Context: an optimization exercise on an open-source flow, tuned for small area, a short achievable clock period and few clock cycles. The choices shown serve that exercise and are no tape-out recipe.
At most, simulation tests tie the RTL to the original design; equivalence was not proved.
For run 1, only the layout was checked, not whether the RTL still works.

`design/flow/design.v`:
```
module zrs_dec (
    input  wire        clk,
    input  wire        rst,           
    input  wire        start,
    output wire        start_ready,
    input  wire        cfg_dynamic,   
    input  wire [2:0]  cfg_table,     
    input  wire [1:0]  cfg_width,     
    input  wire [1:0]  cfg_pred,      
    input  wire [16:0] cfg_elems,     
    input  wire [15:0] cfg_nbytes,    
    input  wire        in_valid,
    output wire        in_ready,
    input  wire [31:0] in_data,
    output reg         out_valid,
    input  wire        out_ready,
    output reg  [63:0] out_data,
    output wire        done,
    output wire        err
);
    localparam S_IDLE  = 3'd0,
               S_TABLE = 3'd1,
               S_FIN   = 3'd2,
               S_DEC   = 3'd3,
               S_CHECK = 3'd4,
               S_DRAIN = 3'd5,
               S_DONE  = 3'd6;
    localparam BW = 112;             
    localparam NSYM = 65;
    integer i;
    reg  [2:0]   state;
    reg  [1:0]   width_r;
    reg  [1:0]   pred_r;
    reg          dyn_r;
    reg  [3:0]   c_r;
    reg  [16:0]  elems_left;
    reg  [14:0]  words_left;
    reg          all_loaded;
    reg  [1:0]   last_bytes_m1;
    reg  [BW-1:0] bbuf;
    reg  [6:0]   cnt;
    reg  [6:0]   srt [0:NSYM-1];     
    reg  [6:0]   cum [1:15];         
    reg  [6:0]   sidx;
    reg          kovf;
    reg  [1:0]   lim1;
    reg  [2:0]   lim2;
    reg  [3:0]   lim3;
    reg  [4:0]   lim4;
    reg  [5:0]   lim5;
    reg  [6:0]   lim6;
    reg  [7:0]   lim7;
    reg  [8:0]   lim8;
    reg  [9:0]   lim9;
    reg  [10:0]  lim10;
    reg  [11:0]  lim11;
    reg  [12:0]  lim12;
    reg  [13:0]  lim13;
    reg  [14:0]  lim14;
    reg  [15:0]  lim15;
    reg          s1_v;
    reg  [62:0]  s1_cons;
    reg  [6:0]   s1_s;
    reg          first;
    reg  [63:0]  dd;
    reg          err_r;
    wire [6:0]  last_sym = 7'd8 << width_r;          
    wire [63:0] vmask    = (width_r == 2'd3) ? 64'hFFFF_FFFF_FFFF_FFFF :
                           (width_r == 2'd2) ? 64'h0000_0000_FFFF_FFFF :
                           (width_r == 2'd1) ? 64'h0000_0000_0000_FFFF :
                                               64'h0000_0000_0000_00FF;
    wire        busy_in   = (state != S_IDLE) && (state != S_DONE);
    assign in_ready = busy_in && !all_loaded && ((state == S_DRAIN) || (cnt <= 7'd80));
    wire        take_word = in_valid && in_ready;
    wire        last_word = (words_left == 15'd1);
    wire [2:0]  word_bytes = last_word ? ({1'b0, last_bytes_m1} + 3'd1) : 3'd4;
    wire [31:0] word_mask  = (word_bytes == 3'd4) ? 32'hFFFF_FFFF :
                             (word_bytes == 3'd3) ? 32'hFFFF_FF00 :
                             (word_bytes == 3'd2) ? 32'hFFFF_0000 : 32'hFF00_0000;
    wire [31:0] word_m     = in_data & word_mask;
    wire [5:0]  word_bits  = {word_bytes, 3'b000};
    wire [BW-1:0] ins      = take_word ? ({word_m, {(BW-32){1'b0}}} >> cnt) : {BW{1'b0}};
    wire [BW-1:0] bbuf_m   = bbuf | ins;
    wire [14:0] win = bbuf[BW-1 -: 15];
    wire [15:1] t;
    assign t[1]  = {1'b0, win[14 -: 1]}  < lim1;
    assign t[2]  = {1'b0, win[14 -: 2]}  < lim2;
    assign t[3]  = {1'b0, win[14 -: 3]}  < lim3;
    assign t[4]  = {1'b0, win[14 -: 4]}  < lim4;
    assign t[5]  = {1'b0, win[14 -: 5]}  < lim5;
    assign t[6]  = {1'b0, win[14 -: 6]}  < lim6;
    assign t[7]  = {1'b0, win[14 -: 7]}  < lim7;
    assign t[8]  = {1'b0, win[14 -: 8]}  < lim8;
    assign t[9]  = {1'b0, win[14 -: 9]}  < lim9;
    assign t[10] = {1'b0, win[14 -: 10]} < lim10;
    assign t[11] = {1'b0, win[14 -: 11]} < lim11;
    assign t[12] = {1'b0, win[14 -: 12]} < lim12;
    assign t[13] = {1'b0, win[14 -: 13]} < lim13;
    assign t[14] = {1'b0, win[14 -: 14]} < lim14;
    assign t[15] = {1'b0, win[14 -: 15]} < lim15;
    wire        hit = t[15];
    reg  [6:0]  idx_l [1:15];
    always @* begin
        idx_l[1] = {6'd0, win[14]};
        for (i = 2; i <= 15; i = i + 1)
            idx_l[i] = (win >> (15 - i)) + cum[i-1];
    end
    reg  [6:0]  idx;
    reg  [3:0]  clen;
    always @* begin
        idx  = 7'd0;
        clen = 4'd0;
        for (i = 1; i <= 15; i = i + 1) begin
            if (t[i] && (i == 1 || !t[i-1])) begin
                idx  = idx | idx_l[i];
                clen = clen | i[3:0];
            end
        end
    end
    wire [6:0]  sym   = srt[idx];
    wire [5:0]  n_ext = (sym > 7'd1) ? (sym[5:0] - 6'd1) : 6'd0;
    wire [6:0]  tot   = {3'd0, clen} + {1'b0, n_ext};
    wire        s1_adv  = s1_v && (!out_valid || out_ready);
    wire        s1_free = !s1_v || s1_adv;
    wire        dec_st   = (state == S_DEC);
    wire        dec_fits = hit && (tot <= cnt);
    wire        dec_go   = dec_st && dec_fits && s1_free;
    wire        dec_fail = dec_st && !dec_fits &&
                           (all_loaded || (!hit && cnt >= 7'd15));
    wire [6:0]  st_d   = (sidx >= {3'd0, c_r}) ? (sidx - {3'd0, c_r}) : ({3'd0, c_r} - sidx);
    wire [3:0]  st_len = (st_d >= 7'd13) ? 4'd15 : (st_d[3:0] + 4'd2);
    wire        tbl_st   = (state == S_TABLE);
    wire        byte_ok  = (cnt >= 7'd8);
    wire        tbl_wait = dyn_r && !byte_ok;
    wire        tbl_last = (sidx == last_sym);
    wire        tbl_step = tbl_st && !tbl_wait;
    wire [3:0]  d_len    = sidx[0] ? bbuf[BW-1 -: 4] : bbuf[BW-5 -: 4];
    wire [3:0]  t_len    = dyn_r ? d_len : st_len;
    wire        tbl_eat  = tbl_step && dyn_r && (sidx[0] || tbl_last);
    wire        sh_en  = dec_go || tbl_eat;
    wire [6:0]  sh_amt = tbl_st ? 7'd8 : tot;
    wire [BW+62:0] sh_r = {63'd0, bbuf_m} << sh_amt;
    wire [6:0]  cnt_in = take_word ? {1'b0, word_bits} : 7'd0;
    wire [63:0] xmask = (64'd1 << (s1_s - 7'd1)) - 64'd1;    
    wire [63:0] zval  = (s1_s == 7'd0) ? 64'd0 :
                        ((64'd1 << (s1_s - 7'd1)) | ({1'b0, s1_cons} & xmask));
    wire [63:0] rval  = (zval >> 1) ^ (64'd0 - {63'd0, zval[0]});
    wire [63:0] dd_n  = ((pred_r == 2'd2) ? dd : 64'd0) + rval;
    wire [63:0] xval  = (((pred_r == 2'd0) ? 64'd0 : out_data) + dd_n) & vmask;
    assign start_ready = (state == S_IDLE);
    assign done = (state == S_DONE) && !out_valid && !s1_v;
    assign err  = err_r;
    wire [6:0]  ins_pos = cum[t_len];
    wire        ins_en  = tbl_step && (t_len != 4'd0);
    wire [16:0] k_inc   = 17'd1 << (4'd15 - t_len);
    wire [16:0] k_new   = {1'b0, lim15} + k_inc;
    always @(posedge clk) begin
        if (rst) begin
            state     <= S_IDLE;
            out_valid <= 1'b0;
            s1_v      <= 1'b0;
            err_r     <= 1'b0;
            all_loaded <= 1'b1;
            cnt       <= 7'd0;
            bbuf      <= {BW{1'b0}};
        end else begin
            if (sh_en)
                bbuf <= sh_r[BW-1:0];
            else
                bbuf <= bbuf_m;
            cnt <= cnt - (sh_en ? sh_amt : 7'd0) + cnt_in;
            if (take_word) begin
                words_left <= words_left - 15'd1;
                all_loaded <= last_word;
            end
            if (s1_adv) begin
                out_valid <= 1'b1;
                out_data  <= xval;
                dd        <= first ? 64'd0 : dd_n;
                first     <= 1'b0;
            end else if (out_ready) begin
                out_valid <= 1'b0;
            end
            if (dec_go) begin
                s1_v    <= 1'b1;
                s1_cons <= sh_r[BW+62:BW];
                s1_s    <= sym;
            end else if (s1_adv) begin
                s1_v    <= 1'b0;
            end
            if (ins_en) begin
                for (i = 0; i < NSYM; i = i + 1) begin
                    if (i[6:0] == ins_pos)
                        srt[i] <= sidx;
                    else if (i > 0 && i[6:0] > ins_pos)
                        srt[i] <= srt[i-1];
                end
                for (i = 1; i <= 15; i = i + 1)
                    if (i >= t_len)
                        cum[i] <= cum[i] + 7'd1;
                if (t_len <= 4'd1)  lim1  <= lim1  + (2'd1  << (4'd1  - t_len));
                if (t_len <= 4'd2)  lim2  <= lim2  + (3'd1  << (4'd2  - t_len));
                if (t_len <= 4'd3)  lim3  <= lim3  + (4'd1  << (4'd3  - t_len));
                if (t_len <= 4'd4)  lim4  <= lim4  + (5'd1  << (4'd4  - t_len));
                if (t_len <= 4'd5)  lim5  <= lim5  + (6'd1  << (4'd5  - t_len));
                if (t_len <= 4'd6)  lim6  <= lim6  + (7'd1  << (4'd6  - t_len));
                if (t_len <= 4'd7)  lim7  <= lim7  + (8'd1  << (4'd7  - t_len));
                if (t_len <= 4'd8)  lim8  <= lim8  + (9'd1  << (4'd8  - t_len));
                if (t_len <= 4'd9)  lim9  <= lim9  + (10'd1 << (4'd9  - t_len));
                if (t_len <= 4'd10) lim10 <= lim10 + (11'd1 << (4'd10 - t_len));
                if (t_len <= 4'd11) lim11 <= lim11 + (12'd1 << (4'd11 - t_len));
                if (t_len <= 4'd12) lim12 <= lim12 + (13'd1 << (4'd12 - t_len));
                if (t_len <= 4'd13) lim13 <= lim13 + (14'd1 << (4'd13 - t_len));
                if (t_len <= 4'd14) lim14 <= lim14 + (15'd1 << (4'd14 - t_len));
                lim15 <= k_new[15:0];
                if (k_new > 17'd32768)
                    kovf <= 1'b1;
            end
            case (state)
                S_IDLE: begin
                    if (start) begin
                        width_r  <= cfg_width;
                        pred_r   <= cfg_pred;
                        dyn_r    <= cfg_dynamic;
                        case (cfg_table)
                            3'd0: c_r <= 4'd0;  3'd1: c_r <= 4'd1;
                            3'd2: c_r <= 4'd2;  3'd3: c_r <= 4'd3;
                            3'd4: c_r <= 4'd4;  3'd5: c_r <= 4'd6;
                            3'd6: c_r <= 4'd8;  default: c_r <= 4'd12;
                        endcase
                        elems_left <= cfg_elems;
                        words_left <= cfg_nbytes[15:2] + {14'd0, cfg_nbytes[1:0] != 2'd0};
                        all_loaded <= (cfg_nbytes == 16'd0);
                        last_bytes_m1 <= cfg_nbytes[1:0] - 2'd1;
                        bbuf     <= {BW{1'b0}};
                        cnt      <= 7'd0;
                        err_r    <= 1'b0;
                        sidx     <= 7'd0;
                        kovf     <= 1'b0;
                        for (i = 1; i <= 15; i = i + 1)
                            cum[i] <= 7'd0;
                        lim1 <= 0;  lim2 <= 0;  lim3 <= 0;  lim4 <= 0;  lim5 <= 0;
                        lim6 <= 0;  lim7 <= 0;  lim8 <= 0;  lim9 <= 0;  lim10 <= 0;
                        lim11 <= 0; lim12 <= 0; lim13 <= 0; lim14 <= 0; lim15 <= 0;
                        first    <= 1'b1;
                        out_data <= 64'd0;
                        dd       <= 64'd0;
                        state    <= S_TABLE;
                    end
                end
                S_TABLE: begin
                    if (tbl_step) begin
                        sidx <= sidx + 7'd1;
                        if (tbl_last) begin
                            if (dyn_r && bbuf[BW-1 -: 4] != 4'd0) begin
                                err_r <= 1'b1;
                                state <= S_DRAIN;
                            end else begin
                                state <= S_FIN;
                            end
                        end
                    end else if (all_loaded) begin
                        err_r <= 1'b1;
                        state <= S_DRAIN;
                    end
                end
                S_FIN: begin
                    cum[1]  <= cum[1]  - {lim1[5:0],  1'b0};
                    cum[2]  <= cum[2]  - {lim2[5:0],  1'b0};
                    cum[3]  <= cum[3]  - {lim3[5:0],  1'b0};
                    cum[4]  <= cum[4]  - {lim4[5:0],  1'b0};
                    cum[5]  <= cum[5]  - {lim5[5:0],  1'b0};
                    cum[6]  <= cum[6]  - {lim6[5:0],  1'b0};
                    cum[7]  <= cum[7]  - {lim7[5:0],  1'b0};
                    cum[8]  <= cum[8]  - {lim8[5:0],  1'b0};
                    cum[9]  <= cum[9]  - {lim9[5:0],  1'b0};
                    cum[10] <= cum[10] - {lim10[5:0], 1'b0};
                    cum[11] <= cum[11] - {lim11[5:0], 1'b0};
                    cum[12] <= cum[12] - {lim12[5:0], 1'b0};
                    cum[13] <= cum[13] - {lim13[5:0], 1'b0};
                    cum[14] <= cum[14] - {lim14[5:0], 1'b0};
                    if (kovf || lim15 == 16'd0) begin
                        err_r <= 1'b1;
                        state <= S_DRAIN;
                    end else begin
                        state <= (elems_left == 17'd0) ? S_CHECK : S_DEC;
                    end
                end
                S_DEC: begin
                    if (dec_go) begin
                        elems_left <= elems_left - 17'd1;
                        if (elems_left == 17'd1)
                            state <= S_CHECK;
                    end else if (dec_fail) begin
                        err_r <= 1'b1;
                        state <= S_DRAIN;
                    end
                end
                S_CHECK: begin
                    if (cnt >= 7'd8 || bbuf[BW-1 -: 8] != 8'd0) begin
                        err_r <= 1'b1;
                        state <= S_DRAIN;
                    end else if (all_loaded) begin
                        state <= S_DONE;
                    end
                end
                S_DRAIN: begin
                    if (all_loaded || (take_word && last_word))
                        state <= S_DONE;
                end
                S_DONE: begin
                    if (!out_valid && !s1_v)
                        state <= S_IDLE;
                end
                default: state <= S_IDLE;
            endcase
        end
    end
endmodule
```
`design/flow/constraint.sdc`:
```
create_clock -name core_clock -period 16.0 [get_ports {clk}]
set_input_delay 3.2000 -clock core_clock [delete_from_list [all_inputs] [get_ports {clk}]]
set_output_delay 3.2000 -clock core_clock [all_outputs]
set_load 0.01 [all_outputs]
```
`design/flow/run.sh`:
```
#!/bin/bash
# synth_recipe.tcl (not shown) runs the flow's synth.tcl, then flattens the netlist and writes it again
# the make line also repeats each setting of config.mk as NAME=value (left out here)
make -C /OpenROAD-flow-scripts/flow DESIGN_CONFIG=/design/flow/config.mk WORK_HOME=/design/flow/orfs CLKGATE_MAP_FILE= SYNTH_SCRIPT=/design/flow/synth_recipe.tcl finish
```
`design/flow/config.mk`:
```
export PLATFORM = sky130hd
export DESIGN_NAME = zrs_dec
export DESIGN_NICKNAME = zrs_dec
export VERILOG_FILES = /design/flow/design.v
export SDC_FILE = /design/flow/constraint.sdc
export NUM_CORES = 4
export LEC_CHECK = 0
export CAP_MARGIN = 20
export CORE_MARGIN = 2
export CORE_UTILIZATION = 30
export SETUP_SLACK_MARGIN = 0.3
export SLEW_MARGIN = 20
```
==> flow_summary.toml, run 1 <==
[logic_synthesis]
synth-seq-area-share = 0.348
syn_avg_cell_area_um2 = 9.00
synth-edff-count = 945
yosys_warnings = 16
async_flop_share = 0
synthCells = 9868
syn_area_um2 = 88800
synth_top_area_cell = "edfxtp_1"
synth_ff_type = "edfxtp_1"
syn_nets = 10542
ys_types = 114
synth_top_area_frac = 0.320
synthTopCellsByArea = "edfxtp_1, ha_1, mux2_2"
synth-seq-cells = 1071

[global_routing]
grt_max_degree = 108
grt_pass1_wl_um = 565000
overflow = 0
grt_pass1_vias = 75455
track_usage = 0.256
antenna_found_initial = 26

[routing]
remaining_drc_errors = 0
drt-total-wl_um = 400000
dr.pass1.iters = 9
drt-wirelength-per-cell_um = 28.9
drt_iter0_drc = 10311
dr_wl_met2_um = 169000
drtAntennaViolNets = 0
met1_length_um = 172000
top_layer = "met5"
dr_wl_met3_um = 37800
vias = 81375
via_per_inst = 5.88

[clock_tree]
cts_buffers = 139
root_buffer = "clkbuf_16"
cts_tree = "built"
postCtsHoldBufs = 0
post_cts_resized = 0
cts_buffer_depth = 3
cts_setup_buffers = 0
htreeDepth = 4
clock_latency_ns = 0.84
numClockSinks = 1071
cts.clk_slew.worst_paths_ns = 0.06

[die]
dieHeight_um = 548
fp.coreArea_um2 = 294000
dieArea_um2 = 300000
rows = 199
io-pin-count = 147
start_util = 0.302
die_w_um = 548

[worst_setup_path]
end_kind = "flip-flop"
crit_slowest_cell = "dfxtp_2"
cp_data_required_time_ns = 16.74
crit_top_cell = "ha_1"
start_kind = "flip-flop"
criticalPathCategory = "flip-flop to flip-flop"
crit_path_max_fanout = 24
cpPeakStageDelay_ns = 0.93
cp_data_arrival_time_ns = 14.46

[timing]
rsz0062_at_grt = "no"
layout_min_cycle_time_ns = 13.72
finalSetupTns_ns = 0
worstMarginPinSlew_ns = 1.28
skew_ns = 0.0453
setup_viol = 0
fmax_mhz = 72.9
slew_violations = 0
finalHoldViolations = 0
post-route-period-util = 0.858
maxSlewHeadroom = 0.146

[outcome]
status = "no timing/DRC/antenna violations"

[finish]
fillers = 30329
syn_to_final_growth_pct = 12.3
drive_gt1_frac = 0.108
nets = 10462

[min_path]
holdCritPathClass = "flip-flop to flip-flop"

[placed_design]
portBuffers = 146
hpwl_um = 305000
globalplace.congestion = 1.05

[flow_run]
maxCapViolations = 0
layout make-up:
class	instances	area, um^2	share of cell area
repair buffers	372	3230	0.0324
multi-input cells	7824	54400	0.546
inverters	380	1430	0.0144
clock buffers	168	3660	0.0367
diodes	16	40.0	0.000402
clock inverters	85	1020	0.0102
flip-flops and latches	1071	30900	0.310
well taps	3919	4900	0.0492
per-stage QoR:
step | worst slack [ns] | hold WS [ns] | utilization | instances | cell area (um^2)
after floorplan | 2.20 | 0.424 | - | 9868 | 88800
after global placement | 2.74 | 0.482 | 0.323 | 13562 | 94800
after detailed placement | 2.72 | 0.496 | 0.323 | 13564 | 94900
after CTS | 2.67 | 0.511 | 0.339 | 13817 | 99600
after global routing | 1.82 | 0.536 | 0.339 | 13822 | 99600
final | 2.28 | 0.525 | 0.339 | 13835 | 99600
kinds of logic (layout without fill, tap and decap cells):
kind of cell | Yosys count | in the layout | synth area share
and+or+nand+nor | 3153 | 3153 | 0.160
DFF | 1071 | 1071 | 0.348
AOI/OAI and AO/OA | 2659 | 2659 | 0.199
buffers and inverters | 973 | 1005 | 0.0432
muxes | 888 | 888 | 0.109
other | 0 | 16 | 0
xor gates and xnor gates | 528 | 528 | 0.0521
adders and majority gates | 596 | 596 | 0.0880
worst max-delay path: cells and delay by family, from the launching register on:
family          cells  cell delay, ns
compound gates     14            4.42
fa+ha+maj           5            1.70
flops               1            0.93
xor+xnor            1            0.09
buf+inv             7            1.44
simple gates       17            4.93
path summary, 6_finish.rpt:
kind                                             to            startpoint  cells past startpoint  slack (ns)
worst max-delay path              cnt[6]$_SDFF_PP0_  bbuf[111]$_SDFF_PP0_                     44        2.28
worst min-delay path            bbuf[86]$_SDFF_PP0_   bbuf[86]$_SDFF_PP0_                      2        0.52
worst min register to register  bbuf[86]$_SDFF_PP0_   bbuf[86]$_SDFF_PP0_                      2        0.52
worst max register to register    cnt[6]$_SDFF_PP0_  bbuf[111]$_SDFF_PP0_                     44        2.28
cell usage in the layout (no fill, tap or decap), types with 48 or more instances in the layout:
master,synthesis,layout
a22oi_1,188,188
xor2_1,204,204
mux2_2,454,454
a211oi_1,106,106
clkbuf_16,0,140
o21ai_0,510,506
nor2_1,1066,1050
o221ai_1,48,48
mux2i_1,408,408
o21a_1,57,56
ha_1,549,549
or3_1,62,62
o22ai_1,130,130
a21o_1,208,208
and3_1,66,64
xnor2_1,324,323
o21bai_1,96,95
and2_1,175,174
a22o_1,65,65
nand4_1,83,83
nor4_1,73,69
dfxtp_1,126,119
nand3_1,198,197
a21oi_1,670,664
buf_4,15,217
edfxtp_1,945,945
nor2b_1,70,69
nand2_1,1043,1036
clkdlybuf4s50_1,0,146
a31oi_1,69,69
nand2b_1,56,54
inv_1,368,366
nor3_1,150,141
routing by layer:
metal	vias to the layer above	global-route usage
met2	4356	0.379
met3	862	0.0564
met4	18	0.118
li1	36396	-
met1	39743	0.354
met5	-	0.000791
sequential cells by signal (all words and copies together) (netlist names), 8 cells and up:
register	cells
elems_left	17
lim13	14
lim8	9
lim15	16
lim10	11
bbuf	112
lim9	10
words_left	15
lim12	13
lim11	12
s1_cons	63
cum	105
dd	64
out_data	64
srt	455
lim14	15
lim7	8
synth_stat cells, drive strengths merged, types with 62 or more instances:
| cell | count |
|---|---|
| xnor2 | 324 |
| a21oi | 671 |
| a21o | 208 |
| nor2b | 70 |
| a22o | 65 |
| ha | 549 |
| o22ai | 130 |
| inv | 375 |
| or3 | 62 |
| dfxtp | 126 |
| nor4 | 76 |
| mux2 | 463 |
| nor3 | 153 |
| a211oi | 114 |
| clkbuf | 461 |
| and2 | 176 |
| nand4 | 83 |
| nor2 | 1068 |
| edfxtp | 945 |
| nand3 | 200 |
| buf | 132 |
| and3 | 66 |
| nand2 | 1044 |
| o21ai | 533 |
| xor2 | 204 |
| o21bai | 96 |
| mux2i | 408 |
| a22oi | 189 |
| a31oi | 69 |
==> run 2, diff against run 1 <==
--- a/design/flow/design.v
+++ b/design/flow/design.v
@@ -41,4 +41,4 @@
     reg  [6:0]   cnt;
-    reg  [6:0]   srt [0:NSYM-1];     
-    reg  [6:0]   cum [1:15];         
+    reg  [8*NSYM-1:0] srt;
+    reg  [7*15-1:0]   cum;           
     reg  [6:0]   sidx;
@@ -62,3 +62,4 @@
     reg  [62:0]  s1_cons;
-    reg  [6:0]   s1_s;
+    reg  [5:0]   s1_e;
+    reg          s1_zf;
     reg          first;
@@ -84,3 +85,4 @@
     wire [14:0] win = bbuf[BW-1 -: 15];
-    wire [15:1] t;
+    wire [15:0] t;
+    assign t[0]  = 1'b0;
     assign t[1]  = {1'b0, win[14 -: 1]}  < lim1;
@@ -101,7 +103,8 @@
     wire        hit = t[15];
-    reg  [6:0]  idx_l [1:15];
+    reg  [7*16-1:0] idx_l;
     always @* begin
-        idx_l[1] = {6'd0, win[14]};
+        idx_l[6:0]  = 7'd0;
+        idx_l[13:7] = {6'd0, win[14]};
         for (i = 2; i <= 15; i = i + 1)
-            idx_l[i] = (win >> (15 - i)) + cum[i-1];
+            idx_l[7*i +: 7] = (win >> (15 - i)) + cum[7*(i-2) +: 7];
     end
@@ -113,4 +116,4 @@
         for (i = 1; i <= 15; i = i + 1) begin
-            if (t[i] && (i == 1 || !t[i-1])) begin
-                idx  = idx | idx_l[i];
+            if (t[i] && !t[i-1]) begin
+                idx  = idx | idx_l[7*i +: 7];
                 clen = clen | i[3:0];
@@ -119,5 +122,5 @@
     end
-    wire [6:0]  sym   = srt[idx];
-    wire [5:0]  n_ext = (sym > 7'd1) ? (sym[5:0] - 6'd1) : 6'd0;
-    wire [6:0]  tot   = {3'd0, clen} + {1'b0, n_ext};
+    wire [7:0]  ent   = srt[8*idx +: 8];
+    wire [6:0]  tot   = ent[6:0];
+    wire [5:0]  n_ext = tot[5:0] - {2'd0, clen};
     wire        s1_adv  = s1_v && (!out_valid || out_ready);
@@ -136,5 +139,11 @@
     wire        tbl_step = tbl_st && !tbl_wait;
-    wire [3:0]  d_len    = sidx[0] ? bbuf[BW-1 -: 4] : bbuf[BW-5 -: 4];
+    wire [3:0]  nib_hi   = bbuf[BW-1 -: 4];
+    wire [3:0]  nib_lo   = bbuf[BW-5 -: 4];
+    wire        lo_zero  = (nib_lo == 4'd0);
+    wire        pair     = !sidx[0] && !tbl_last && (lo_zero || nib_hi == 4'd0);
+    wire        use_hi   = sidx[0] || (!tbl_last && lo_zero);
+    wire [3:0]  d_len    = use_hi ? nib_hi : nib_lo;
+    wire [6:0]  t_sym    = (dyn_r && !sidx[0] && !tbl_last && lo_zero) ? {sidx[6:1], 1'b1} : sidx;
     wire [3:0]  t_len    = dyn_r ? d_len : st_len;
-    wire        tbl_eat  = tbl_step && dyn_r && (sidx[0] || tbl_last);
+    wire        tbl_eat  = tbl_step && dyn_r && (sidx[0] || tbl_last || pair);
     wire        sh_en  = dec_go || tbl_eat;
@@ -143,5 +152,6 @@
     wire [6:0]  cnt_in = take_word ? {1'b0, word_bits} : 7'd0;
-    wire [63:0] xmask = (64'd1 << (s1_s - 7'd1)) - 64'd1;    
-    wire [63:0] zval  = (s1_s == 7'd0) ? 64'd0 :
-                        ((64'd1 << (s1_s - 7'd1)) | ({1'b0, s1_cons} & xmask));
+    wire [6:0]  cnt_add = cnt + cnt_in;
+    wire [6:0]  cnt_sub = cnt_add - sh_amt;
+    wire [63:0] xmask = (64'd1 << s1_e) - 64'd1;
+    wire [63:0] zval  = !s1_zf ? 64'd0 : ((64'd1 << s1_e) | ({1'b0, s1_cons} & xmask));
     wire [63:0] rval  = (zval >> 1) ^ (64'd0 - {63'd0, zval[0]});
@@ -152,4 +162,6 @@
     assign err  = err_r;
-    wire [6:0]  ins_pos = cum[t_len];
+    wire [7*16-1:0] cumx = {cum, 7'd0};
+    wire [6:0]  ins_pos = cumx[7*t_len +: 7];
     wire        ins_en  = tbl_step && (t_len != 4'd0);
+    wire [7:0]  ins_ent = {t_sym != 7'd0, {3'd0, t_len} + ((t_sym > 7'd1) ? (t_sym - 7'd1) : 7'd0)};
     wire [16:0] k_inc   = 17'd1 << (4'd15 - t_len);
@@ -170,3 +182,3 @@
                 bbuf <= bbuf_m;
-            cnt <= cnt - (sh_en ? sh_amt : 7'd0) + cnt_in;
+            cnt <= sh_en ? cnt_sub : cnt_add;
             if (take_word) begin
@@ -186,3 +198,4 @@
                 s1_cons <= sh_r[BW+62:BW];
-                s1_s    <= sym;
+                s1_e    <= n_ext;
+                s1_zf   <= ent[7];
             end else if (s1_adv) begin
@@ -191,7 +204,9 @@
             if (ins_en) begin
-                for (i = 0; i < NSYM; i = i + 1) begin
+                if (ins_pos == 7'd0)
+                    srt[7:0] <= ins_ent;
+                for (i = 1; i < NSYM; i = i + 1) begin
                     if (i[6:0] == ins_pos)
-                        srt[i] <= sidx;
-                    else if (i > 0 && i[6:0] > ins_pos)
-                        srt[i] <= srt[i-1];
+                        srt[8*i +: 8] <= ins_ent;
+                    else if (i[6:0] > ins_pos)
+                        srt[8*i +: 8] <= srt[8*(i-1) +: 8];
                 end
@@ -199,3 +214,3 @@
                     if (i >= t_len)
-                        cum[i] <= cum[i] + 7'd1;
+                        cum[7*(i-1) +: 7] <= cum[7*(i-1) +: 7] + 7'd1;
                 if (t_len <= 4'd1)  lim1  <= lim1  + (2'd1  << (4'd1  - t_len));
@@ -239,4 +254,3 @@
                         kovf     <= 1'b0;
-                        for (i = 1; i <= 15; i = i + 1)
-                            cum[i] <= 7'd0;
+                        cum      <= {7*15{1'b0}};
                         lim1 <= 0;  lim2 <= 0;  lim3 <= 0;  lim4 <= 0;  lim5 <= 0;
@@ -252,3 +266,3 @@
                     if (tbl_step) begin
-                        sidx <= sidx + 7'd1;
+                        sidx <= sidx + ((dyn_r && pair) ? 7'd2 : 7'd1);
                         if (tbl_last) begin
@@ -267,16 +281,16 @@
                 S_FIN: begin
-                    cum[1]  <= cum[1]  - {lim1[5:0],  1'b0};
-                    cum[2]  <= cum[2]  - {lim2[5:0],  1'b0};
-                    cum[3]  <= cum[3]  - {lim3[5:0],  1'b0};
-                    cum[4]  <= cum[4]  - {lim4[5:0],  1'b0};
-                    cum[5]  <= cum[5]  - {lim5[5:0],  1'b0};
-                    cum[6]  <= cum[6]  - {lim6[5:0],  1'b0};
-                    cum[7]  <= cum[7]  - {lim7[5:0],  1'b0};
-                    cum[8]  <= cum[8]  - {lim8[5:0],  1'b0};
-                    cum[9]  <= cum[9]  - {lim9[5:0],  1'b0};
-                    cum[10] <= cum[10] - {lim10[5:0], 1'b0};
-                    cum[11] <= cum[11] - {lim11[5:0], 1'b0};
-                    cum[12] <= cum[12] - {lim12[5:0], 1'b0};
-                    cum[13] <= cum[13] - {lim13[5:0], 1'b0};
-                    cum[14] <= cum[14] - {lim14[5:0], 1'b0};
+                    cum[0 +: 7] <= cum[0 +: 7] - {4'd0, lim1, 1'b0};
+                    cum[7 +: 7] <= cum[7 +: 7] - {3'd0, lim2, 1'b0};
+                    cum[14 +: 7] <= cum[14 +: 7] - {2'd0, lim3, 1'b0};
+                    cum[21 +: 7] <= cum[21 +: 7] - {1'd0, lim4, 1'b0};
+                    cum[28 +: 7] <= cum[28 +: 7] - {lim5[5:0], 1'b0};
+                    cum[35 +: 7] <= cum[35 +: 7] - {lim6[5:0], 1'b0};
+                    cum[42 +: 7] <= cum[42 +: 7] - {lim7[5:0], 1'b0};
+                    cum[49 +: 7] <= cum[49 +: 7] - {lim8[5:0], 1'b0};
+                    cum[56 +: 7] <= cum[56 +: 7] - {lim9[5:0], 1'b0};
+                    cum[63 +: 7] <= cum[63 +: 7] - {lim10[5:0], 1'b0};
+                    cum[70 +: 7] <= cum[70 +: 7] - {lim11[5:0], 1'b0};
+                    cum[77 +: 7] <= cum[77 +: 7] - {lim12[5:0], 1'b0};
+                    cum[84 +: 7] <= cum[84 +: 7] - {lim13[5:0], 1'b0};
+                    cum[91 +: 7] <= cum[91 +: 7] - {lim14[5:0], 1'b0};
                     if (kovf || lim15 == 16'd0) begin
--- a/design/flow/config.mk
+++ b/design/flow/config.mk
@@ -10,3 +10,3 @@
 export CORE_UTILIZATION = 30
-export SETUP_SLACK_MARGIN = 0.3
+export SETUP_SLACK_MARGIN = 5
 export SLEW_MARGIN = 20
==> flow_summary.toml, run 2 <==
[timing]
worstMarginPinSlew_ns = 1.32
finalHoldViolations = 0
rsz0062_at_grt = "yes"
maxSlewHeadroom = 0.114
slew_violations = 0
skew_ns = 0.0929
fmax_mhz = 91.4
setup_viol = 0
finalSetupTns_ns = 0
post-route-period-util = 0.684
layout_min_cycle_time_ns = 10.94

[global_routing]
grt_pass1_wl_um = 611000
overflow = 0
antenna_found_initial = 28
grt_pass1_vias = 82898
track_usage = 0.262
grt_max_degree = 144

[worst_setup_path]
crit_path_end = "s1_cons[61]$_DFFE_PP_"
crit_path_max_fanout = 83
crit_start = "bbuf[110]$_SDFF_PP0_"
cp_data_arrival_time_ns = 11.49
end_kind = "flip-flop"
cp_data_required_time_ns = 16.55
regToRegSetupSlack_ns = 5.06
cp_num_buf_inv = 6
r2r_end = "s1_cons[61]$_DFFE_PP_"
criticalPathCategory = "flip-flop to flip-flop"
cp_top_family = "compound AO/OA/AOI/OAI gates"
crit_cells = 26
crit-reg2reg-launch = "bbuf[110]$_SDFF_PP0_"
r2r_cells = 26
cpPeakStageDelay_ns = 1.04
crit_slowest_cell = "o21ai_0"
crit_top_cell = "buf_4"
start_kind = "flip-flop"

[routing]
remaining_drc_errors = 0
dr.pass1.iters = 7
drtAntennaViolNets = 0
vias = 88187
via_per_inst = 5.95
drt_iter0_drc = 11805
drt-wirelength-per-cell_um = 29.3
drt-total-wl_um = 434000

[logic_synthesis]
synth_common_cells = "nand2_1, nor2_1, edfxtp_1, a21oi_1, ha_1"
synthCells = 10626
syn_area_um2 = 94300
yosys_warnings = 1
syn_nets = 11327
synth_ff_type = "edfxtp_1"
synth_top_area_cell = "edfxtp_1"
synth-seq-cells = 1136
async_flop_share = 0
ys_types = 121
synth_most_common_cell = "nand2_1"
synth-edff-count = 1010
syn_avg_cell_area_um2 = 8.87
synthTopCellsByArea = "edfxtp_1, ha_1, mux2_2"
synth_top_area_frac = 0.322
synth-seq-area-share = 0.348

[clock_tree]
htreeDepth = 4
root_buffer = "clkbuf_16"
numClockSinks = 1136
cts_buffers = 152
cts.clk_slew.worst_paths_ns = 0.06
clock_latency_ns = 0.89
cts_buffer_depth = 4
cts_tree = "built"

[finish]
layout_common_cells = "nand2_1, nor2_1, edfxtp_1, a21oi_1, ha_1"
final_common_cell = "nand2_1"
largest_register_ffs = 520
drive_gt1_frac = 0.111
syn_to_final_growth_pct = 12.3
nets = 11250
max_flop_register = "srt"
reg_top3 = "srt: 520 flops, bbuf: 112 flops, cum: 105 flops"

[die]
dieHeight_um = 565
io-pin-count = 147
fp.coreArea_um2 = 312000
rows = 205
dieArea_um2 = 319000
die_w_um = 565
start_util = 0.302

[flow_run]
maxCapViolations = 0

[outcome]
status = "no timing/DRC/antenna violations"

[min_path]
holdCritPathClass = "flip-flop to flip-flop"

[placed_design]
portBuffers = 146
globalplace.congestion = 1.08
hpwl_um = 320000
[run 2: changes by cell type after synthesis, moves of 27 or more]
cell | before | now
nor3_1 | 150 | 177
a21o_1 | 208 | 290
mux2i_1 | 408 | 358
o211ai_1 | 45 | 75
nor2_1 | 1066 | 1098
buf_2 | 46 | 116
a21oi_1 | 670 | 817
nand3_1 | 198 | 277
o21ai_0 | 510 | 547
edfxtp_1 | 945 | 1010
o22ai_1 | 130 | 205
nor4_1 | 73 | 38
nand2_1 | 1043 | 1152
[run 2: worst min-delay path by stage]
stage                                  start            endpoint  slack [ns]  depth (start not counted)
after detailed placement  srt[119]$_DFFE_PP_  srt[127]$_DFFE_PP_        0.54                          2
after floorplan           srt[519]$_DFFE_PP_     s1_zf$_DFFE_PP_        0.49                          1
after global placement    srt[227]$_DFFE_PP_  srt[235]$_DFFE_PP_        0.53                          2
after global routing      srt[360]$_DFFE_PP_  srt[368]$_DFFE_PP_        0.52                          1
after CTS                 srt[466]$_DFFE_PP_  srt[474]$_DFFE_PP_        0.50                          2
final                     srt[466]$_DFFE_PP_  srt[474]$_DFFE_PP_        0.52                          2
[run 2: cells by family after synthesis]
family,after synthesis,share of synthesized area
XOR/XNOR,542,0.0504
flip-flops,1136,0.348
AND/OR/NAND/NOR,3406,0.164
AO/OA/AOI/OAI,3013,0.209
buffers and inverters,1061,0.0447
multiplexers,844,0.0972
adder cells (fa/ha/maj),624,0.0868
[run 2: tightest hold or removal path: stages (launching register included)]
cell	delay [ns]
edfxtp_1	0.34
nand2_1	0.05
o21ai_0	0.06
[run 2: metrics by stage]
step                      worst slack (ns)  std cells  hold WS [ns]  instance area [um^2]  utilization
after floorplan                       5.46      10626         0.495                 94300            -
after global placement                4.51      14526         0.527                101000        0.323
after detailed placement              4.23      14526         0.536                101000        0.323
after CTS                             5.04      14794         0.496                106000        0.338
after global routing                  4.96      14805         0.518                106000        0.339
final                                 5.06      14818         0.517                106000        0.339
[run 2: routing by layer]
| metal | part of all wire | global-route usage | up-vias |
|---|---|---|---|
| met5 | 0.00029 | 0 | - |
| met4 | 0.066 | 0.147 | 18 |
| met3 | 0.10 | 0.0633 | 1202 |
| met2 | 0.43 | 0.401 | 4993 |
| met1 | 0.40 | 0.337 | 42894 |
| li1 | - | - | 39080 |
[run 2: repair_timing]
| action | 4_1_cts | 5_1_grt |
|---|---|---|
| buffers inserted | 0 | 6 |
| gates resized for setup | 9 | 16 |
| gates cloned | 1 | 2 |
| hold buffers | 0 | 0 |
| endpoints found under the setup margin | 47 | 55 |
| pin swaps | 1 | 3 |
[run 2: area by class of cell]
| class | count | area, um^2 |
|---|---|---|
| fill | 32427 | 207000 |
| multi-input combinational | 8432 | 57800 |
| sequential | 1136 | 32900 |
| tap | 4140 | 5180 |
| clock buffer | 195 | 4080 |
| timing repair buffer | 437 | 3700 |
| inverter | 390 | 1470 |
| clock inverter | 72 | 742 |
| antenna | 16 | 40.0 |
Testbench counts of run 2, summed over its fixed seeds: cycles 172,413.
==> run 3, diff against run 2 <==
--- a/design/flow/config.mk
+++ b/design/flow/config.mk
@@ -9,3 +9,4 @@
 export CORE_MARGIN = 2
-export CORE_UTILIZATION = 30
+export CORE_UTILIZATION = 45
+export PLACE_DENSITY = 0.6
 export SETUP_SLACK_MARGIN = 5
==> flow_summary.toml, run 3 <==
[outcome]
status = "no timing/DRC/antenna violations"

[clock_tree]
postCtsHoldBufs = 0
root_buffer = "clkbuf_16"
htreeDepth = 4
cts_buffer_depth = 3
cts_buffers = 142
numClockSinks = 1136
clock_latency_ns = 0.86
cts_tree = "built"
cts.clk_slew.worst_paths_ns = 0.07

[logic_synthesis]
synth_top_area_cell = "edfxtp_1"
ys_types = 121
synthCells = 10626
syn_nets = 11327
syn_area_um2 = 94300
syn_avg_cell_area_um2 = 8.87
synth-edff-count = 1010
yosys_warnings = 1
synth-seq-area-share = 0.348
synth_common_cells = "nand2_1, nor2_1, edfxtp_1, a21oi_1, ha_1"
synth_most_common_cell = "nand2_1"
synthTopCellsByArea = "edfxtp_1, ha_1, mux2_2"
synth_ff_type = "edfxtp_1"
synth-seq-cells = 1136
async_flop_share = 0
synth_top_area_frac = 0.322

[min_path]
min_to = "err_r$_SDFFE_PP0P_"
hold_path_depth = 2
hold_path_startpoint = "err_r$_SDFFE_PP0P_"
holdCritPathClass = "flip-flop to flip-flop"

[finish]
nets = 11243
syn_to_final_growth_pct = 10.4
drive_gt1_frac = 0.111
postLayoutCoreUtil = 0.498
final_common_cell = "nand2_1"
largest_register_ffs = 520
reg_top3 = "srt: 520 flops, bbuf: 112 flops, cum: 105 flops"
layout_common_cells = "nand2_1, nor2_1, edfxtp_1, a21oi_1, ha_1"
max_flop_register = "srt"
fillers = 19820

[worst_setup_path]
crit_path_max_fanout = 48
r2r_end = "bbuf[107]$_SDFF_PP0_"
start_kind = "flip-flop"
criticalPathCategory = "flip-flop to flip-flop"
cpPeakStageDelay_ns = 1.12
cp_data_required_time_ns = 16.58
cp_top_family = "buffers and inverters"
crit-reg2reg-launch = "bbuf[107]$_SDFF_PP0_"
cp_num_buf_inv = 8
r2r_cells = 27
end_kind = "flip-flop"
crit_top_cell = "buf_4"
crit_slowest_cell = "a221oi_1"
cp_data_arrival_time_ns = 11.63
regToRegSetupSlack_ns = 4.95

[global_routing]
grt_max_degree = 154
overflow = 0
antenna_found_initial = 23
grt_pass1_vias = 84927
track_usage = 0.402
grt_pass1_wl_um = 623000

[die]
rows = 168
die_w_um = 462
dieArea_um2 = 213000
dieHeight_um = 462
start_util = 0.451
io-pin-count = 147
fp.coreArea_um2 = 209000

[timing]
fmax_mhz = 90.5
whs_ns = 0.517
rsz0062_at_grt = "yes"
post-route-period-util = 0.691
setup_viol = 0
finalSetupTns_ns = 0
skew_ns = 0.0993
slew_violations = 0
finalHoldViolations = 0
maxSlewHeadroom = 0.115
worstMarginPinSlew_ns = 1.29
layout_min_cycle_time_ns = 11.05

[placed_design]
globalplace.congestion = 1.08
hpwl_um = 329000
portBuffers = 146

[routing]
drtAntennaViolNets = 0
vias = 89851
via_per_inst = 6.67
remaining_drc_errors = 0
drt-wirelength-per-cell_um = 32.9
dr.pass1.iters = 9
drt_iter0_drc = 11702
drt-total-wl_um = 443000

[flow_run]
maxCapViolations = 0
-- run 3: cell types whose count changed in the layout (fill, tap and decap cells not counted), moves of 4 or more --
cell	previous run	this run
clkbuf_16	155	143
clkinv_1	33	37
clkinv_2	20	28
buf_6	2	7
bufinv_16	13	8
clkbuf_8	5	1
clkinvlp_4	9	2
clkinv_16	1	12
-- run 3: final cells by class --
cell class	instances	area (um^2)	share of cell area
Antenna cell	14	35.0	0.000337
Timing Repair Buffer	442	3770	0.0362
Multi-Input combinational cell	8430	57800	0.555
Clock inverter	80	900	0.00864
Inverter	390	1470	0.0142
Clock buffer	178	3720	0.0357
Sequential cell	1136	32900	0.316
Tap cell	2805	3510	0.0337
-- run 3: what timing repair did --
item / CTS / global route
cloned: 1 / 0
buffers inserted: 2 / 2
pin swaps: 2 / 0
resized for setup: 13 / 19
endpoints found under the setup margin: 44 / 36
endpoints found under the hold margin: 0 / 0
-- run 3: worst max-delay path by stage --
stage | start | endpoint | slack (ns) | cells past startpoint
floorplan | rst | s1_cons[0]$_DFFE_PP_ | 5.46 | 3
global placement | bbuf[110]$_SDFF_PP0_ | bbuf[93]$_SDFF_PP0_ | 4.36 | 37
detailed placement | bbuf[108]$_SDFF_PP0_ | bbuf[71]$_SDFF_PP0_ | 4.14 | 37
CTS | bbuf[108]$_SDFF_PP0_ | bbuf[71]$_SDFF_PP0_ | 5.05 | 31
global route | s1_e[3]$_DFFE_PP_ | out_data[63]$_DFFE_PN_ | 4.95 | 42
finish | bbuf[107]$_SDFF_PP0_ | bbuf[107]$_SDFF_PP0_ | 4.95 | 27
-- run 3: kinds of logic after synthesis --
kind of cell / synth area share
and+or+nand+nor: 0.164
AOI/OAI and AO/OA: 0.209
DFF: 0.348
buffers and inverters: 0.0447
muxes: 0.0972
adders and majority gates: 0.0868
xor gates and xnor gates: 0.0504
-- run 3: metrics by stage --
stage	instances	cell area, um^2	setup slack [ns]
after global routing	13464	104000	4.95
after floorplan	10626	94300	5.46
after global placement	13192	99100	4.36
final	13475	104000	4.95
after detailed placement	13194	99200	4.14
after CTS	13455	104000	5.05
-- run 3: metal layers --
layer / up-vias / GRT usage / share of wire
met4: 8 / 0.255 / 0.074
met5: - / 0 / 0.00010
met1: 44072 / 0.509 / 0.39
li1: 39024 / - / -
met3: 1340 / 0.106 / 0.11
met2: 5407 / 0.609 / 0.43
-- run 3: worst min-delay path, delay by kind of cell, from the launching register on --
family	cells	cell delay [ns]
muxes	1	0.08
and+or+nand+nor	1	0.08
DFF	1	0.33
==> run 4, diff against run 3 <==
--- a/design/flow/design.v
+++ b/design/flow/design.v
@@ -122,3 +122,5 @@
     end
-    wire [7:0]  ent   = srt[8*idx +: 8];
+    wire [6:0]  k15   = 7'd27 + {3'd0, c_r} - {lim14[5:0], 1'b0};
+    wire        st15  = !dyn_r && t[15] && !t[14];
+    wire [7:0]  ent   = st15 ? {1'b1, win[6:0] + k15} : srt[8*idx +: 8];
     wire [6:0]  tot   = ent[6:0];
@@ -137,3 +139,6 @@
     wire        tbl_wait = dyn_r && !byte_ok;
-    wire        tbl_last = (sidx == last_sym);
+    wire [6:0]  c12      = {3'd0, c_r} + 7'd12;
+    wire        st_short = (c12 < last_sym);         
+    wire        tbl_last = dyn_r ? (sidx == last_sym) : (sidx == (st_short ? c12 : last_sym));
+    wire [6:0]  n15      = last_sym - c12;
     wire        tbl_step = tbl_st && !tbl_wait;
@@ -176,3 +181,2 @@
             cnt       <= 7'd0;
-            bbuf      <= {BW{1'b0}};
         end else begin
@@ -235,2 +239,3 @@
                 S_IDLE: begin
+                    bbuf <= {BW{1'b0}};
                     if (start) begin
@@ -249,3 +254,2 @@
                         last_bytes_m1 <= cfg_nbytes[1:0] - 2'd1;
-                        bbuf     <= {BW{1'b0}};
                         cnt      <= 7'd0;
@@ -295,2 +299,4 @@
                     cum[91 +: 7] <= cum[91 +: 7] - {lim14[5:0], 1'b0};
+                    if (!dyn_r && st_short)
+                        lim15 <= lim15 + {9'd0, n15};
                     if (kovf || lim15 == 16'd0) begin
==> design/flow/flow/run.sh (new file) <==
#!/bin/bash
set -euo pipefail
MARGIN=8
sed -e "s/SETUP_SLACK_MARGIN=[0-9.-]*/SETUP_SLACK_MARGIN=${MARGIN}/" standard.sh > standard_margin.sh
grep -q "SETUP_SLACK_MARGIN=${MARGIN}" standard_margin.sh
bash standard_margin.sh finish > standard_margin.log 2>&1
==> design/flow/standard.sh (new file) <==
#!/bin/bash
# synth_recipe.tcl (not shown) runs the flow's synth.tcl, then flattens the netlist and writes it again
# the make line also repeats each setting of config.mk as NAME=value (left out here)
make -C /OpenROAD-flow-scripts/flow DESIGN_CONFIG=/design/flow/config.mk WORK_HOME=/design/flow/orfs CLKGATE_MAP_FILE= SYNTH_SCRIPT=/design/flow/synth_recipe.tcl "${@:-finish}"
removed: design/flow/run.sh
==> flow_summary.toml, run 4 <==
[outcome]
status = "no timing/DRC/antenna violations"

[clock_tree]
cts_buffers = 143
htreeDepth = 4
clock_latency_ns = 0.88
cts_buffer_depth = 3
numClockSinks = 1136
cts_tree = "built"
postCtsHoldBufs = 0
root_buffer = "clkbuf_16"
cts.clk_slew.worst_paths_ns = 0.06

[logic_synthesis]
ys_types = 120
syn_nets = 11068
syn_avg_cell_area_um2 = 9.29
synth-edff-count = 1122
syn_area_um2 = 96100
synth_top_area_frac = 0.351
yosys_warnings = 1
synth_ff_type = "edfxtp_1"
synth-seq-area-share = 0.354
synth_common_cells = "edfxtp_1, nand2_1, nor2_1, a21oi_1, mux2_2"
synth-seq-cells = 1136
async_flop_share = 0
synth_top_area_cell = "edfxtp_1"
synthCells = 10340
synth_most_common_cell = "edfxtp_1"
synthTopCellsByArea = "edfxtp_1, ha_1, mux2_2"

[routing]
drt-total-wl_um = 443000
drt_iter0_drc = 12808
drt-wirelength-per-cell_um = 32.8
drtAntennaViolNets = 0
vias = 90616
via_per_inst = 6.71
dr.pass1.iters = 8
remaining_drc_errors = 0

[global_routing]
antenna_found_initial = 38
overflow = 0
met1_usage = 0.488
grt_max_degree = 152
met2_usage = 0.578
grt_pass1_wl_um = 616000
met3_usage = 0.113
track_usage = 0.387
busiest_layer = "met2"
grt_pass1_vias = 84807

[die]
dieArea_um2 = 217000
rows = 169
io-pin-count = 147
fp.coreArea_um2 = 212000
start_util = 0.453
dieHeight_um = 466
die_w_um = 466

[timing]
worstMarginPinSlew_ns = 1.41
whs_ns = 0.552
post-route-period-util = 0.525
finalSetupTns_ns = 0
layout_min_cycle_time_ns = 8.40
finalHoldViolations = 0
rsz0062_at_grt = "yes"
skew_ns = 0.0553
maxSlewHeadroom = 0.0582
fmax_mhz = 119
slew_violations = 0
setup_viol = 0

[worst_setup_path]
crit_path_end = "out_data[61]$_DFFE_PN_"
cpPeakStageDelay_ns = 0.44
start_kind = "flip-flop"
crit_path_max_fanout = 13
r2r_cells = 43
crit_top_cell = "o21ai_2"
regToRegSetupSlack_ns = 7.60
r2r_end = "out_data[61]$_DFFE_PN_"
crit_start = "s1_e[5]$_DFFE_PP_"
cp_data_required_time_ns = 16.61
cp_data_arrival_time_ns = 9.01
crit_slowest_cell = "edfxtp_1"
crit-reg2reg-launch = "s1_e[5]$_DFFE_PP_"
criticalPathCategory = "flip-flop to flip-flop"
end_kind = "flip-flop"

[placed_design]
portBuffers = 146
hpwl_um = 305000
globalplace.congestion = 1.08

[finish]
fillers = 19152
max_flop_register = "srt"
syn_to_final_growth_pct = 16.2
reg_top3 = "srt: 520 flops, bbuf: 112 flops, cum: 105 flops"
layout_common_cells = "edfxtp_1, nand2_1, nor2_1, a21oi_1, mux2_2"
drive_gt1_frac = 0.181
largest_register_ffs = 520
final_common_cell = "edfxtp_1"
nets = 11281

[min_path]
holdCritPathClass = "flip-flop to flip-flop"

[flow_run]
maxCapViolations = 0
-- run 4: cells by family after synthesis --
kind of cell             Yosys count  share of synthesized area
buffers and inverters           1000                     0.0439
AND/OR/NAND/NOR                 3243                      0.157
AO/OA/AOI/OAI                   2647                      0.181
XOR/XNOR                         543                     0.0495
flip-flops                      1136                      0.354
multiplexers                    1121                      0.126
adder cells (fa/ha/maj)          650                     0.0889
-- run 4: metal layers --
layer,part of all wire,vias to the layer above
met2,0.42,6150
met1,0.38,44034
met5,0.00061,-
met4,0.083,16
met3,0.12,1648
li1,-,38768
-- run 4: area by class of cell --
| type | instances | area [um^2] | share of cell area |
|---|---|---|---|
| inverter | 391 | 1540 | 0.0138 |
| antenna | 18 | 45.0 | 0.000404 |
| timing repair buffer | 666 | 6950 | 0.0623 |
| clock buffer | 174 | 3710 | 0.0333 |
| multi-input combinational | 8215 | 60900 | 0.545 |
| tap | 2821 | 3530 | 0.0316 |
| clock inverter | 88 | 1010 | 0.00905 |
| sequential | 1136 | 34000 | 0.304 |
-- run 4: what timing repair did --
item                                     CTS  global route
endpoints found under the setup margin  1410           709
gates resized for setup                  401           257
pin swaps                                 72           100
cloned                                    29            16
buffers inserted                         141           120
endpoints found under the hold margin      0             0
-- run 4: critical path: cells and delay by family, from the launching register on --
family,cells,cell delay (ns)
adder cells (fa/ha/maj),4,1.13
buffers and inverters,4,0.46
AND/OR/NAND/NOR,11,1.51
XOR/XNOR,3,0.46
flip-flops,1,0.44
AO/OA/AOI/OAI,21,4.11
-- run 4: worst min path at each step --
stage / to / slack (ns) / cells past startpoint / from
6_report: srt[127]$_DFFE_PP_ / 0.55 / 2 / srt[119]$_DFFE_PP_
5_1_grt: srt[127]$_DFFE_PP_ / 0.57 / 2 / srt[119]$_DFFE_PP_
4_1_cts: srt[127]$_DFFE_PP_ / 0.56 / 2 / srt[119]$_DFFE_PP_
3_5_place_dp: srt[378]$_DFFE_PP_ / 0.55 / 2 / srt[370]$_DFFE_PP_
3_3_place_gp: srt[122]$_DFFE_PP_ / 0.53 / 2 / srt[114]$_DFFE_PP_
2_1_floorplan: out_valid$_SDFFE_PP0P_ / 0.52 / 2 / s1_v$_SDFFE_PP0P_
-- run 4: stage by stage --
| step | area [um^2] | setup slack, ns | utilization | instances |
|---|---|---|---|---|
| after floorplan | 96500 | 3.93 | - | 10340 |
| after global placement | 101000 | 4.20 | 0.475 | 12919 |
| after detailed placement | 101000 | 5.14 | 0.475 | 12921 |
| after CTS | 109000 | 7.52 | 0.514 | 13353 |
| after global routing | 112000 | 7.26 | 0.526 | 13495 |
| final | 112000 | 7.60 | 0.526 | 13509 |
Testbench counts of run 4, summed over its fixed seeds: cycles 168,498.
==> run 5, diff against run 4 <==
--- a/design/flow/design.v
+++ b/design/flow/design.v
@@ -162,4 +162,8 @@
     wire [63:0] rval  = (zval >> 1) ^ (64'd0 - {63'd0, zval[0]});
-    wire [63:0] dd_n  = ((pred_r == 2'd2) ? dd : 64'd0) + rval;
-    wire [63:0] xval  = (((pred_r == 2'd0) ? 64'd0 : out_data) + dd_n) & vmask;
+    wire [63:0] op_a  = (pred_r == 2'd0) ? 64'd0 : out_data;
+    wire [63:0] op_b  = (pred_r == 2'd2) ? dd : 64'd0;
+    wire [63:0] dd_n  = op_b + rval;
+    wire [63:0] cs_s  = op_a ^ op_b ^ rval;
+    wire [63:0] cs_c  = (op_a & op_b) | (op_a & rval) | (op_b & rval);
+    wire [63:0] xval  = (cs_s + {cs_c[62:0], 1'b0}) & vmask;
     assign start_ready = (state == S_IDLE);
--- a/design/flow/config.mk
+++ b/design/flow/config.mk
@@ -9,4 +9,3 @@
 export CORE_MARGIN = 2
-export CORE_UTILIZATION = 45
-export PLACE_DENSITY = 0.6
+export CORE_UTILIZATION = 30
 export SETUP_SLACK_MARGIN = 5
==> flow_summary.toml, run 5 <==
[worst_setup_path]
end_kind = "flip-flop"
crit-reg2reg-launch = "bbuf[108]$_SDFFCE_PP0N_"
regToRegSetupSlack_ns = 7.85
start_kind = "flip-flop"
crit_path_max_fanout = 43
crit_top_cell = "buf_12"
criticalPathCategory = "flip-flop to flip-flop"
cp_data_arrival_time_ns = 8.74
r2r_cells = 27
cp_top_family = "compound AO/OA/AOI/OAI gates"
cpPeakStageDelay_ns = 0.63
cp_data_required_time_ns = 16.59
cp_num_buf_inv = 6
crit_slowest_cell = "or4_4"
r2r_end = "bbuf[78]$_SDFFCE_PP0N_"

[logic_synthesis]
synth-seq-cells = 1136
synth_top_area_frac = 0.342
syn_avg_cell_area_um2 = 9.02
synth_common_cells = "nand2_1, edfxtp_1, nor2_1, a21oi_1, inv_1"
ys_types = 106
synthTopCellsByArea = "edfxtp_1, ha_1, mux2i_1"
synth_ff_type = "edfxtp_1"
syn_nets = 11715
syn_area_um2 = 98500
synth_top_area_cell = "edfxtp_1"
async_flop_share = 0
synth_most_common_cell = "nand2_1"
synth-edff-count = 1122
synth-seq-area-share = 0.345
synthCells = 10924
yosys_warnings = 1

[min_path]
holdCritPathClass = "flip-flop to flip-flop"
hold_path_depth = 2
hold_path_startpoint = "srt[303]$_DFFE_PP_"
min_to = "srt[311]$_DFFE_PP_"

[die]
fp.coreArea_um2 = 327000
die_w_um = 577
start_util = 0.301
dieArea_um2 = 333000
rows = 210
dieHeight_um = 577
io-pin-count = 147

[routing]
drtAntennaViolNets = 0
drt_iter0_drc = 13979
drt-total-wl_um = 438000
dr.pass1.iters = 11
vias = 92537
remaining_drc_errors = 0
via_per_inst = 5.96
drt-wirelength-per-cell_um = 28.2

[finish]
nets = 11852
reg_top3 = "srt: 520 flops, bbuf: 112 flops, cum: 105 flops"
largest_register_ffs = 520
drive_gt1_frac = 0.152
max_flop_register = "srt"
multi_input_area_um2 = 61800
layout_common_cells = "nand2_1, edfxtp_1, nor2_1, a21oi_1, inv_1"
syn_to_final_growth_pct = 17.2
register_area_um2 = 34000
fillers = 33281
final_common_cell = "nand2_1"

[placed_design]
hpwl_um = 304000
globalplace.congestion = 1.03
portBuffers = 146

[timing]
rsz0062_at_grt = "yes"
post-route-period-util = 0.509
setup_viol = 0
slew_violations = 0
skew_ns = 0.117
finalHoldViolations = 0
layout_min_cycle_time_ns = 8.15
fmax_mhz = 123
finalSetupTns_ns = 0
maxSlewHeadroom = 0.121
worstMarginPinSlew_ns = 1.32

[global_routing]
overflow = 0
grt_max_degree = 149
grt_pass1_vias = 84204
grt_pass1_wl_um = 613000
antenna_found_initial = 31
track_usage = 0.248

[clock_tree]
clock_latency_ns = 0.89
cts.clk_slew.worst_paths_ns = 0.06
htreeDepth = 4
root_buffer = "clkbuf_16"
cts_buffer_depth = 4
cts_tree = "built"
numClockSinks = 1136
cts_buffers = 147
postCtsHoldBufs = 0

[flow_run]
maxCapViolations = 0

[outcome]
status = "no timing/DRC/antenna violations"
==> run 5: cell count changes in the layout (fill, tap and decap cells not counted), moves of 23 or more <==
cell / delta
a21oi_1: +93
a21oi_4: -24
buf_4: -23
fa_1: +62
inv_1: +245
mux2_2: -150
mux2i_1: +74
nand2_1: +164
nor2_1: -27
nor2_4: -24
nor2b_1: -50
o21ai_0: +216
o22ai_1: -34
==> run 5: worst reg2reg max path, delay by kind of cell, from the launching register on <==
family / cells / cell delay [ns]
flops: 1 / 0.55
compound gates: 8 / 2.34
mux: 4 / 1.43
simple gates: 8 / 2.02
fa+ha+maj: 1 / 0.21
buf+inv: 6 / 1.39
==> run 5: kinds of logic after synthesis <==
group | after synthesis | share of synthesized area
XOR/XNOR | 555 | 0.0493
AO/OA/AOI/OAI | 2896 | 0.189
buffers and inverters | 1317 | 0.0536
AND/OR/NAND/NOR | 3273 | 0.151
flip-flops | 1136 | 0.345
multiplexers | 1034 | 0.112
adder cells (fa/ha/maj) | 713 | 0.0995
==> run 5: how the worst max path moves through the flow <==
| stage | startpoint | to | slack (ns) | depth (start not counted) |
|---|---|---|---|---|
| 2_1_floorplan | rst | elems_left[0]$_DFFE_PP_ | 4.73 | 4 |
| 3_3_place_gp | bbuf[110]$_SDFFCE_PP0N_ | bbuf[88]$_SDFFCE_PP0N_ | 4.84 | 37 |
| 3_5_place_dp | bbuf[110]$_SDFFCE_PP0N_ | bbuf[88]$_SDFFCE_PP0N_ | 4.58 | 37 |
| 4_1_cts | bbuf[102]$_SDFFCE_PP0N_ | bbuf[72]$_SDFFCE_PP0N_ | 8.00 | 29 |
| 5_1_grt | c_r[2]$_DFFE_PP_ | lim13[13]$_DFFE_PN_ | 7.87 | 37 |
| 6_report | bbuf[108]$_SDFFCE_PP0N_ | bbuf[78]$_SDFFCE_PP0N_ | 7.85 | 27 |
==> run 5: layout make-up <==
cell class | instances | share of cell area
Clock inverter | 79 | 0.00648
Clock buffer | 173 | 0.0332
Antenna cell | 20 | 0.000433
Tap cell | 4346 | 0.0471
Timing Repair inverter | 1 | 0.0000758
Inverter | 629 | 0.0210
Timing Repair Buffer | 668 | 0.0623
Multi-Input combinational cell | 8478 | 0.535
Sequential cell | 1136 | 0.294
==> run 5: per-stage QoR <==
step | instance area (um^2) | hold slack, ns | cells | setup slack, ns | utilization
global placement | 105000 | 0.529 | 14979 | 4.84 | 0.320
floorplan | 98600 | 0.504 | 10924 | 4.73 | -
finish | 116000 | 0.537 | 15530 | 7.85 | 0.353
CTS | 112000 | 0.533 | 15380 | 8.00 | 0.344
global route | 115000 | 0.558 | 15513 | 7.87 | 0.353
detailed placement | 105000 | 0.537 | 14983 | 4.58 | 0.320
==> run 5: timing repair <==
item                                     CTS  global route
endpoints found under the setup margin  1523           692
setup buffers                            116           109
pin swaps                                 48            97
cloned                                    29            20
resized for setup                        325           330
==> run 5: per-layer routing <==
| layer | global-route usage | vias up | part of all wire |
|---|---|---|---|
| met3 | 0.0748 | 1227 | 0.13 |
| met4 | 0.115 | 20 | 0.056 |
| met2 | 0.351 | 6168 | 0.40 |
| met1 | 0.342 | 44800 | 0.41 |
| met5 | 0.000430 | - | 0.00032 |
| li1 | - | 40322 | - |
Testbench counts of run 5, summed over its fixed seeds: cycles 168,498.
==> run 6, diff against run 5 <==
--- a/design/flow/flow/run.sh
+++ b/design/flow/flow/run.sh
@@ -2,3 +2,3 @@
 set -euo pipefail
-MARGIN=8
+MARGIN=8.5
 sed -e "s/SETUP_SLACK_MARGIN=[0-9.-]*/SETUP_SLACK_MARGIN=${MARGIN}/" standard.sh > standard_margin.sh
==> flow_summary.toml, run 6 <==
[outcome]
status = "no timing/DRC/antenna violations"

[timing]
worstMarginPinSlew_ns = 1.20
skew_ns = 0.0971
worst_slack_ns = 8.02
layout_min_cycle_time_ns = 7.98
fmax_mhz = 125
finalHoldViolations = 0
maxSlewHeadroom = 0.203
post-route-period-util = 0.499

[routing]
dr.pass1.iters = 9
vias = 94581
drt-total-wl_um = 456000
drtAntennaViolNets = 0
via_per_inst = 6.01

[logic_synthesis]
synth_most_common_cell = "nand2_1"
syn_area_um2 = 98500
async_flop_share = 0
synthTopCellsByArea = "edfxtp_1, ha_1, mux2i_1"
synth-edff-count = 1122
synth_ff_type = "edfxtp_1"
syn_avg_cell_area_um2 = 9.02
ys_types = 106
synth_top_area_cell = "edfxtp_1"
synth-seq-cells = 1136
synth_top_area_frac = 0.342
synthCells = 10924
syn_nets = 11715

[global_routing]
grt_pass1_vias = 85664
grt_max_degree = 146
overflow = 0
grt_pass1_wl_um = 630000
track_usage = 0.256

[finish]
layout_common_cells = "nand2_1, edfxtp_1, nor2_1, a21oi_1, inv_1"
largest_register_ffs = 520
design_area_um2 = 122000
multi_input_area_um2 = 65600
final_common_cell = "nand2_1"
max_flop_register = "srt"
register_area_um2 = 34000
fillers = 32578

[worst_setup_path]
criticalPathCategory = "flip-flop to flip-flop"
cp_data_arrival_time_ns = 8.53
cp_data_required_time_ns = 16.55
end_kind = "flip-flop"
crit_top_cell = "buf_12"
cpPeakStageDelay_ns = 0.59
start_kind = "flip-flop"

[flow_run]
maxCapViolations = 0

[die]
dieArea_um2 = 333000
fp.coreArea_um2 = 327000
die_w_um = 577
start_util = 0.301
dieHeight_um = 577
rows = 210
io-pin-count = 147

[clock_tree]
cts_buffer_depth = 4
cts_buffers = 147
clock_latency_ns = 0.89
cts.clk_slew.worst_paths_ns = 0.06
htreeDepth = 4

[placed_design]
hpwl_um = 310000
globalplace.congestion = 1.05

[min_path]
holdCritPathClass = "flip-flop to flip-flop"
## run 6: cell counts after synthesis
Identical to the previous run, type by type.
## run 6: worst paths after layout
path                                start                     end  slack, ns  cells past startpoint
setup / recovery  bbuf[105]$_SDFFCE_PP0N_  bbuf[97]$_SDFFCE_PP0N_       8.02                     34
hold / removal         srt[194]$_DFFE_PP_      srt[202]$_DFFE_PP_       0.51                      2
setup reg to reg  bbuf[105]$_SDFFCE_PP0N_  bbuf[97]$_SDFFCE_PP0N_       8.02                     34
hold reg to reg        srt[194]$_DFFE_PP_      srt[202]$_DFFE_PP_       0.51                      2
## run 6: repair_timing
item | CTS | global route
gates cloned | 43 | 41
pin swaps | 112 | 256
hold buffers | 0 | 0
resized for setup | 725 | 862
endpoints found under the setup margin | 1559 | 995
setup buffers | 209 | 220
## run 6: area by class of cell
type                            count  share of cell area
Timing Repair inverter              5            0.000379
Timing Repair Buffer              885              0.0817
Antenna cell                       14            0.000286
Multi-Input combinational cell   8479               0.536
Sequential cell                  1136               0.278
Tap cell                         4346              0.0445
Clock buffer                      176              0.0318
Inverter                          629              0.0204
Clock inverter                     77             0.00686
## run 6: metal layers
metal  vias up  GRT usage  share of wire  wire, um
met5         -    0.00560         0.0022       986
met4        40      0.120          0.062     28100
met3      1501     0.0790           0.14     62200
met2      6708      0.365           0.40    183000
met1     45474      0.349           0.40    182000
li1      40858          -              -         -
## run 6: stage by stage
step                      hold slack [ns]  utilization  cells
after floorplan                     0.504            -  10924
after global placement              0.529        0.320  14966
after detailed placement            0.533        0.320  14966
after CTS                           0.521        0.353  15471
after global routing                0.556        0.374  15738
final                               0.515        0.374  15747
## run 6: kinds of logic (layout without fill, tap and decap cells)
logic type	Yosys count	count (layout)	share of synthesized area
other	0	14	0
and+or+nand+nor	3273	3281	0.151
AOI/OAI and AO/OA	2896	2896	0.189
adders and majority gates	713	713	0.0995
xor gates and xnor gates	555	555	0.0493
muxes	1034	1034	0.112
DFF	1136	1136	0.345
buffers and inverters	1317	1772	0.0536
## run 6: critical path, delay by kind of cell, from the launching register on
kind,cells,cell delay [ns]
AO/OA/AOI/OAI,11,3.11
adder cells (fa/ha/maj),2,0.54
buffers and inverters,11,1.82
flip-flops,1,0.45
AND/OR/NAND/NOR,10,1.73

-- separate check: timing with driven ports --
The results above use ideal ports. As a check the final layouts listed here were re-extracted and re-timed, cells and wires unchanged. Step 1 (the two cells are an assumption about what drives the block):
set clk [get_ports {clk}]
set_driving_cell -lib_cell sky130_fd_sc_hd__clkbuf_16 $clk
set_driving_cell -lib_cell sky130_fd_sc_hd__buf_2 [delete_from_list [all_inputs] $clk]
Step 2 also shifts input and output timing later by t, the mid clock arrival at the registers, as if the neighbouring blocks saw the same clock. a / b / c = ideal / step 1 / step 2; a / b = the first two.
| run | t (ns) | setup WS [ns] | slew at the worst register clock pin (ns) | worst slew at a driven data input, ns | pins driven straight from the clock port |
|---|---|---|---|---|---|
| run 1 | 0.903 | 2.279 / 2.279 / 2.279 | 0.09 / 0.09 | 0.09 | 1 |
| run 2 | 0.949 | 5.062 / 5.062 / 5.062 | 0.07 / 0.07 | 0.30 | 1 |
| run 3 | 0.902 | 4.948 / 4.948 / 4.948 | 0.08 / 0.08 | 0.19 | 1 |
| run 4 | 0.962 | 7.599 / 7.599 / 6.863 | 0.07 / 0.07 | 0.25 | 1 |
| run 5 | 0.917 | 7.851 / 7.821 / 6.904 | 0.08 / 0.08 | 0.16 | 1 |
| run 6 | 0.921 | 8.023 / 8.023 / 7.327 | 0.07 / 0.07 | 0.15 | 1 |
After both steps every run listed still meets setup and hold. The setup slack of run 5, which loses most, moves by -0.030 ns with the drivers and by -0.947 ns with both steps.
